This is an optimization exercise on Yosys and OpenROAD, whose aim is small area, a short achievable clock period and few clock cycles per item, not a production implementation. No activity file was given, so power comes from the tool's default toggle rates.

## v6
==> flow/design.v <==
module par_engine (
  input  wire        clk,
  input  wire        rst,
  input  wire        cmd_valid,
  output reg         cmd_ready,
  input  wire [1:0]  cmd_mode,     
  input  wire [4:0]  cmd_n,        
  input  wire [4:0]  cmd_a,        
  input  wire [4:0]  cmd_b,        
  input  wire [11:0] cmd_cols,     
  input  wire        in_valid,
  output reg         in_ready,
  input  wire [63:0] in_data,
  output reg         out_valid,
  input  wire        out_ready,
  output reg  [63:0] out_data,
  output reg         out_last
);
  localparam [1:0] M_GEN = 2'd0, M_UPD = 2'd1, M_REC = 2'd2;
  localparam [1:0] S_IDLE = 2'd0, S_DEC = 2'd1, S_SET = 2'd2, S_RUN = 2'd3;
  function automatic [7:0] mul_g(input [7:0] x);        
    mul_g = {x[6:0], 1'b0} ^ (x[7] ? 8'h1d : 8'h00);
  endfunction
  function automatic [7:0] mul_ginv(input [7:0] x);     
    mul_ginv = {1'b0, x[7:1]} ^ (x[0] ? 8'h8e : 8'h00);
  endfunction
  function automatic [63:0] mul_w(input [63:0] w, input [7:0] c);
    reg [7:0] cg [0:7];
    reg [7:0] acc;
    integer i, l;
    begin
      cg[0] = c;
      for (i = 1; i < 8; i = i + 1) cg[i] = mul_g(cg[i-1]);
      for (l = 0; l < 8; l = l + 1) begin
        acc = 8'h00;
        for (i = 0; i < 8; i = i + 1)
          if (w[8*l + i]) acc = acc ^ cg[i];
        mul_w[8*l +: 8] = acc;
      end
    end
  endfunction
  function automatic [7:0] tab_t(input [4:0] d);
    case (d)
      5'd1:  tab_t = 8'hf4;  5'd2:  tab_t = 8'ha7;  5'd3:  tab_t = 8'h9d;
      5'd4:  tab_t = 8'h72;  5'd5:  tab_t = 8'hed;  5'd6:  tab_t = 8'h5f;
      5'd7:  tab_t = 8'h54;  5'd8:  tab_t = 8'ha0;  5'd9:  tab_t = 8'ha9;
      5'd10: tab_t = 8'hfb;  5'd11: tab_t = 8'h74;  5'd12: tab_t = 8'h85;
      5'd13: tab_t = 8'he4;  5'd14: tab_t = 8'hc0;  5'd15: tab_t = 8'h8a;
      5'd16: tab_t = 8'h67;  5'd17: tab_t = 8'hdc;  5'd18: tab_t = 8'h26;
      5'd19: tab_t = 8'h63;  5'd20: tab_t = 8'hf2;  5'd21: tab_t = 8'he9;
      default: tab_t = 8'h00;
    endcase
  endfunction
  reg [1:0]  state;
  reg [1:0]  mode;
  reg [4:0]  n;               
  reg [4:0]  last_k;          
  reg [4:0]  lo, hi;          
  reg        go_set;          
  reg        t_load;          
  reg        sx;              
  reg        bq;              
  reg        c_first_r;       
  reg        c_two;           
  reg [11:0] cols_left;
  reg [7:0]  alpha, beta;
  reg [4:0]  k;
  reg [7:0]  s;               
  reg [7:0]  c_cur;           
  reg        a_cur;           
  reg        first_cur;       
  reg        last_cur;        
  reg [63:0] acc_a, acc_r;
  reg        full;            
  reg        f_first_r, f_sec_x, f_two, f_last;
  reg [63:0] sec_data;
  reg        sec_valid, sec_last;
  wire rec = (mode == M_REC);
  wire upd = (mode == M_UPD);
  wire cmd_fire = cmd_valid && cmd_ready;
  wire in_fire  = in_valid && in_ready;
  wire cap      = full && !out_valid;
  wire [4:0] k_nx    = last_cur ? 5'd0 : k + 5'd1;
  wire [7:0] s_nx    = last_cur ? alpha : mul_g(s);
  wire       lost_nx = rec && (k_nx == lo || k_nx == hi);
  wire       data_nx = (k_nx < n);
  wire       p_nx    = (k_nx == n);
  wire [7:0] c_nx    = lost_nx ? 8'h00 :
                       data_nx ? (s_nx ^ beta) :
                       p_nx    ? (upd ? 8'h00 : beta) :
                                 (upd ? 8'h01 : alpha);
  wire        r_two   = rec && (hi != 5'd31);
  wire        r_swap  = r_two && (hi < lo);
  wire [4:0]  r_lo    = r_swap ? hi : lo;
  wire [4:0]  r_hi    = r_swap ? lo : hi;
  wire [4:0]  n1      = n + 5'd1;
  wire        a_dt    = (lo < n),  b_dt = (hi < n);
  wire        a_p     = (lo == n), b_p  = (hi == n);
  wire        a_q     = (lo == n1), b_q = (hi == n1);
  wire        r_lo_dt = r_swap ? b_dt : a_dt;
  wire        r_hi_p  = r_swap ? a_p : b_p;
  wire        r_hi_q  = r_swap ? a_q : b_q;
  wire        r_dd    = r_two && r_lo_dt && !r_hi_p && !r_hi_q;
  wire        r_sx    = r_two && r_lo_dt && !r_hi_q;
  wire        r_dq    = r_two && r_lo_dt && r_hi_q;
  wire        r_lost0 = rec && (lo == 5'd0 || (r_two && hi == 5'd0));
  wire        k_lt_lo  = (k < lo);
  wire        k_lt_hi  = (k < hi);
  wire        a_step   = sx && k_lt_lo;
  wire        b_step   = sx ? (!k_lt_lo && k_lt_hi) : (bq && k_lt_lo);
  wire        set_done = !t_load && (sx ? (k == hi) : bq ? (k == lo) : 1'b1);
  wire        lost0    = rec && (lo == 5'd0 || hi == 5'd0);
  wire        run_end  = in_fire && last_cur && (cols_left == 12'd1);
  reg [1:0] state_nx;
  always @* begin
    state_nx = state;
    case (state)
      S_IDLE: if (cmd_fire) state_nx = S_DEC;
      S_DEC:  state_nx = go_set ? S_SET : S_RUN;
      S_SET:  if (set_done) state_nx = S_RUN;
      S_RUN:  if (run_end) state_nx = S_IDLE;
      default: state_nx = S_IDLE;
    endcase
  end
  wire full_nx      = (in_fire && last_cur) ? 1'b1 : cap ? 1'b0 : full;
  wire out_valid_nx = cap ? 1'b1 :
                      (out_valid && out_ready && !sec_valid) ? 1'b0 : out_valid;
  wire run_nx       = (state == S_DEC && !go_set) || (state == S_SET && set_done) ||
                      (state == S_RUN && !run_end);
  always @(posedge clk) begin
    if (rst) begin
      state     <= S_IDLE;
      cmd_ready <= 1'b1;
      in_ready  <= 1'b0;
      full      <= 1'b0;
      out_valid <= 1'b0;
      out_last  <= 1'b0;
      sec_valid <= 1'b0;
    end else begin
      state     <= state_nx;
      cmd_ready <= (state == S_IDLE && !cmd_fire) || run_end;
      in_ready  <= run_nx && !(full_nx && out_valid_nx);
      full      <= full_nx;
      out_valid <= out_valid_nx;
      case (state)
        S_IDLE: if (cmd_fire) begin
          mode      <= cmd_mode;
          n         <= cmd_n;
          lo        <= cmd_a;
          hi        <= cmd_b;
          cols_left <= cmd_cols;
          go_set    <= (cmd_mode == M_UPD) || (cmd_mode == M_REC && cmd_b != 5'd31);
        end
        S_DEC: begin
          n         <= upd ? 5'd2 : n;
          last_k    <= (mode == M_GEN) ? n - 5'd1 : upd ? 5'd3 : n1;
          lo        <= (rec || upd) ? r_lo : 5'd31;
          hi        <= r_two ? r_hi : 5'd31;
          t_load    <= r_dd;
          sx        <= r_sx;
          bq        <= upd || r_dq;
          c_two     <= !rec || r_two;
          c_first_r <= rec && (r_two ? r_sx : a_q);
          alpha     <= upd ? 8'h00 : 8'h01;
          beta      <= (upd || r_dq) ? 8'h01 : 8'h00;
          k         <= 5'd0;
          s         <= upd ? 8'h00 : 8'h01;
          c_cur     <= r_lost0 ? 8'h00 : 8'h01;
          a_cur     <= !r_lost0;
          first_cur <= 1'b1;
          last_cur  <= 1'b0;
        end
        S_SET: begin
          if (t_load) begin
            alpha  <= tab_t(hi - lo);
            beta   <= tab_t(hi - lo);
            t_load <= 1'b0;
          end else begin
            if (a_step) alpha <= mul_ginv(alpha);
            if (b_step) beta  <= mul_g(beta);
            k <= set_done ? 5'd0 : k + 5'd1;
          end
          s     <= alpha;
          c_cur <= lost0 ? 8'h00 : (alpha ^ beta);
          a_cur <= !lost0;
        end
        S_RUN: if (in_fire) begin
          k         <= k_nx;
          s         <= s_nx;
          c_cur     <= c_nx;
          a_cur     <= !lost_nx && (data_nx || p_nx);
          first_cur <= last_cur;
          last_cur  <= (k_nx == last_k);
          if (last_cur) cols_left <= cols_left - 12'd1;
        end
        default: ;
      endcase
      acc_a <= ((in_fire && first_cur) ? 64'd0 : acc_a) ^
               ((in_fire && a_cur) ? in_data : 64'd0);
      if (in_fire)
        acc_r <= (first_cur ? 64'd0 : acc_r) ^ mul_w(in_data, c_cur);
      if (in_fire && last_cur) begin
        f_first_r <= c_first_r;
        f_sec_x   <= sx;
        f_two     <= c_two;
        f_last    <= (cols_left == 12'd1);
      end
      if (cap) begin
        out_data  <= f_first_r ? acc_r : acc_a;
        out_last  <= f_last && !f_two;
        sec_data  <= f_sec_x ? (acc_a ^ acc_r) : acc_r;
        sec_valid <= f_two;
        sec_last  <= f_last;
      end else if (out_valid && out_ready && sec_valid) begin
        out_data  <= sec_data;
        out_last  <= sec_last;
        sec_valid <= 1'b0;
      end
    end
  end
endmodule
Settings: LEC_CHECK=0, CAP_MARGIN=20, CORE_MARGIN=2, CORE_UTILIZATION=55, SETUP_SLACK_MARGIN=5, SLEW_MARGIN=20; clock period 8.0 ns.
run.sh (not shown) runs the stock make flow with config.mk's settings and CLKGATE_MAP_FILE= SYNTH_SCRIPT=/design/flow/synth_recipe.tcl, a recipe that flattens the netlist after the stock synthesis.
Here is what was changed in the inputs of v7 compared with v6.
diff --git a/flow/design.v b/flow/design.v
--- a/flow/design.v
+++ b/flow/design.v
@@ -36,12 +36,49 @@
         for (i = 0; i < 8; i = i + 1)
           if (w[8*l + i]) acc = acc ^ cg[i];
         mul_w[8*l +: 8] = acc;
       end
     end
   endfunction
+  function automatic [7:0] gf_exp(input [4:0] e);
+    case (e)
+      5'd0: gf_exp = 8'h01;
+      5'd1: gf_exp = 8'h02;
+      5'd2: gf_exp = 8'h04;
+      5'd3: gf_exp = 8'h08;
+      5'd4: gf_exp = 8'h10;
+      5'd5: gf_exp = 8'h20;
+      5'd6: gf_exp = 8'h40;
+      5'd7: gf_exp = 8'h80;
+      5'd8: gf_exp = 8'h1d;
+      5'd9: gf_exp = 8'h3a;
+      5'd10: gf_exp = 8'h74;
+      5'd11: gf_exp = 8'he8;
+      5'd12: gf_exp = 8'hcd;
+      5'd13: gf_exp = 8'h87;
+      5'd14: gf_exp = 8'h13;
+      5'd15: gf_exp = 8'h26;
+      5'd16: gf_exp = 8'h4c;
+      5'd17: gf_exp = 8'h98;
+      5'd18: gf_exp = 8'h2d;
+      5'd19: gf_exp = 8'h5a;
+      5'd20: gf_exp = 8'hb4;
+      5'd21: gf_exp = 8'h75;
+      5'd22: gf_exp = 8'hea;
+      5'd23: gf_exp = 8'hc9;
+      5'd24: gf_exp = 8'h8f;
+      5'd25: gf_exp = 8'h03;
+      5'd26: gf_exp = 8'h06;
+      5'd27: gf_exp = 8'h0c;
+      5'd28: gf_exp = 8'h18;
+      5'd29: gf_exp = 8'h30;
+      5'd30: gf_exp = 8'h60;
+      5'd31: gf_exp = 8'hc0;
+      default: gf_exp = 8'h00;
+    endcase
+  endfunction
   function automatic [7:0] tab_t(input [4:0] d);
     case (d)
       5'd1:  tab_t = 8'hf4;  5'd2:  tab_t = 8'ha7;  5'd3:  tab_t = 8'h9d;
       5'd4:  tab_t = 8'h72;  5'd5:  tab_t = 8'hed;  5'd6:  tab_t = 8'h5f;
       5'd7:  tab_t = 8'h54;  5'd8:  tab_t = 8'ha0;  5'd9:  tab_t = 8'ha9;
       5'd10: tab_t = 8'hfb;  5'd11: tab_t = 8'h74;  5'd12: tab_t = 8'h85;
@@ -56,12 +93,13 @@
   reg [4:0]  n;               
   reg [4:0]  last_k;          
   reg [4:0]  lo, hi;          
   reg        go_set;          
   reg        t_load;          
   reg        sx;              
+  reg        dd;              
   reg        bq;              
   reg        c_first_r;       
   reg        c_two;           
   reg [11:0] cols_left;
   reg [7:0]  alpha, beta;
   reg [4:0]  k;
@@ -101,17 +139,13 @@
   wire        r_hi_p  = r_swap ? a_p : b_p;
   wire        r_hi_q  = r_swap ? a_q : b_q;
   wire        r_dd    = r_two && r_lo_dt && !r_hi_p && !r_hi_q;
   wire        r_sx    = r_two && r_lo_dt && !r_hi_q;
   wire        r_dq    = r_two && r_lo_dt && r_hi_q;
   wire        r_lost0 = rec && (lo == 5'd0 || (r_two && hi == 5'd0));
-  wire        k_lt_lo  = (k < lo);
-  wire        k_lt_hi  = (k < hi);
-  wire        a_step   = sx && k_lt_lo;
-  wire        b_step   = sx ? (!k_lt_lo && k_lt_hi) : (bq && k_lt_lo);
-  wire        set_done = !t_load && (sx ? (k == hi) : bq ? (k == lo) : 1'b1);
+  wire        set_done = !t_load && !(sx && k != lo);
   wire        lost0    = rec && (lo == 5'd0 || hi == 5'd0);
   wire        run_end  = in_fire && last_cur && (cols_left == 12'd1);
   reg [1:0] state_nx;
   always @* begin
     state_nx = state;
     case (state)
@@ -153,34 +187,35 @@
         end
         S_DEC: begin
           n         <= upd ? 5'd2 : n;
           last_k    <= (mode == M_GEN) ? n - 5'd1 : upd ? 5'd3 : n1;
           lo        <= (rec || upd) ? r_lo : 5'd31;
           hi        <= r_two ? r_hi : 5'd31;
-          t_load    <= r_dd;
+          t_load    <= 1'b1;
           sx        <= r_sx;
+          dd        <= r_dd;
           bq        <= upd || r_dq;
           c_two     <= !rec || r_two;
           c_first_r <= rec && (r_two ? r_sx : a_q);
           alpha     <= upd ? 8'h00 : 8'h01;
-          beta      <= (upd || r_dq) ? 8'h01 : 8'h00;
+          beta      <= 8'h00;
           k         <= 5'd0;
           s         <= upd ? 8'h00 : 8'h01;
           c_cur     <= r_lost0 ? 8'h00 : 8'h01;
           a_cur     <= !r_lost0;
           first_cur <= 1'b1;
           last_cur  <= 1'b0;
         end
         S_SET: begin
           if (t_load) begin
-            alpha  <= tab_t(hi - lo);
-            beta   <= tab_t(hi - lo);
+            if (dd) alpha <= tab_t(hi - lo);
+            if (dd) beta  <= tab_t(hi - lo) ^ 8'h01;
+            if (bq) beta  <= gf_exp(lo);
             t_load <= 1'b0;
           end else begin
-            if (a_step) alpha <= mul_ginv(alpha);
-            if (b_step) beta  <= mul_g(beta);
+            if (sx && k != lo) alpha <= mul_ginv(alpha);
             k <= set_done ? 5'd0 : k + 5'd1;
           end
           s     <= alpha;
           c_cur <= lost0 ? 8'h00 : (alpha ^ beta);
           a_cur <= !lost0;
         end
--- outcome ---
- v7 ends up with a area of the multi-input gates that is about 5% higher than in v6.
- Delta (v7 minus v6): leakage power higher; total met3 wirelength after detailed routing higher; simple-gate share of the synthesized area lower; setup slack at placement lower.
- On storage element area, the higher figure sits with v7, not v6.
- Taking v6 as the reference, in v7 sequential cell area share now sits lower; synthesized net count went up 4.0%; total clock sinks up about 2.6%.
- Internal power contribution ends up higher on v7.
- The sequential power reported for v7 is greater than that of v6 by about 4%.
Function was not checked in any run of this note: the RTL went through the layout flow alone.

[separate check: timing with driven ports]
The results above use ideal ports. As a check the final layouts listed here were re-extracted and re-timed, cells and wires unchanged.
Step 1: set_driving_cell puts a clkbuf_16 on clk and a buf_2 on each other input, an assumption about the parent block.
Step 2 adds t to the input delays and takes it off the output delays; t is the mean of the earliest and latest rising clock arrival at the registers after step 1. Input paths then give back, and output paths get back, about the clock's delay inside the block.
a / b / c = ideal ports / drivers / drivers and shift; a / b = the first two.
| run | shift t [ns] | setup WS [ns] | worst setup path after step 2 |
|---|---|---|---|
| v6 | 0.621 | 5.013 / 5.013 / 4.466 | input to register |
| v7 | 0.630 | 4.966 / 4.971 / 4.341 | input to register |
After both steps every run listed still meets setup and hold. For v7, which loses most, drivers alone change the setup slack by +0.005 ns; drivers and shift together by -0.625 ns.
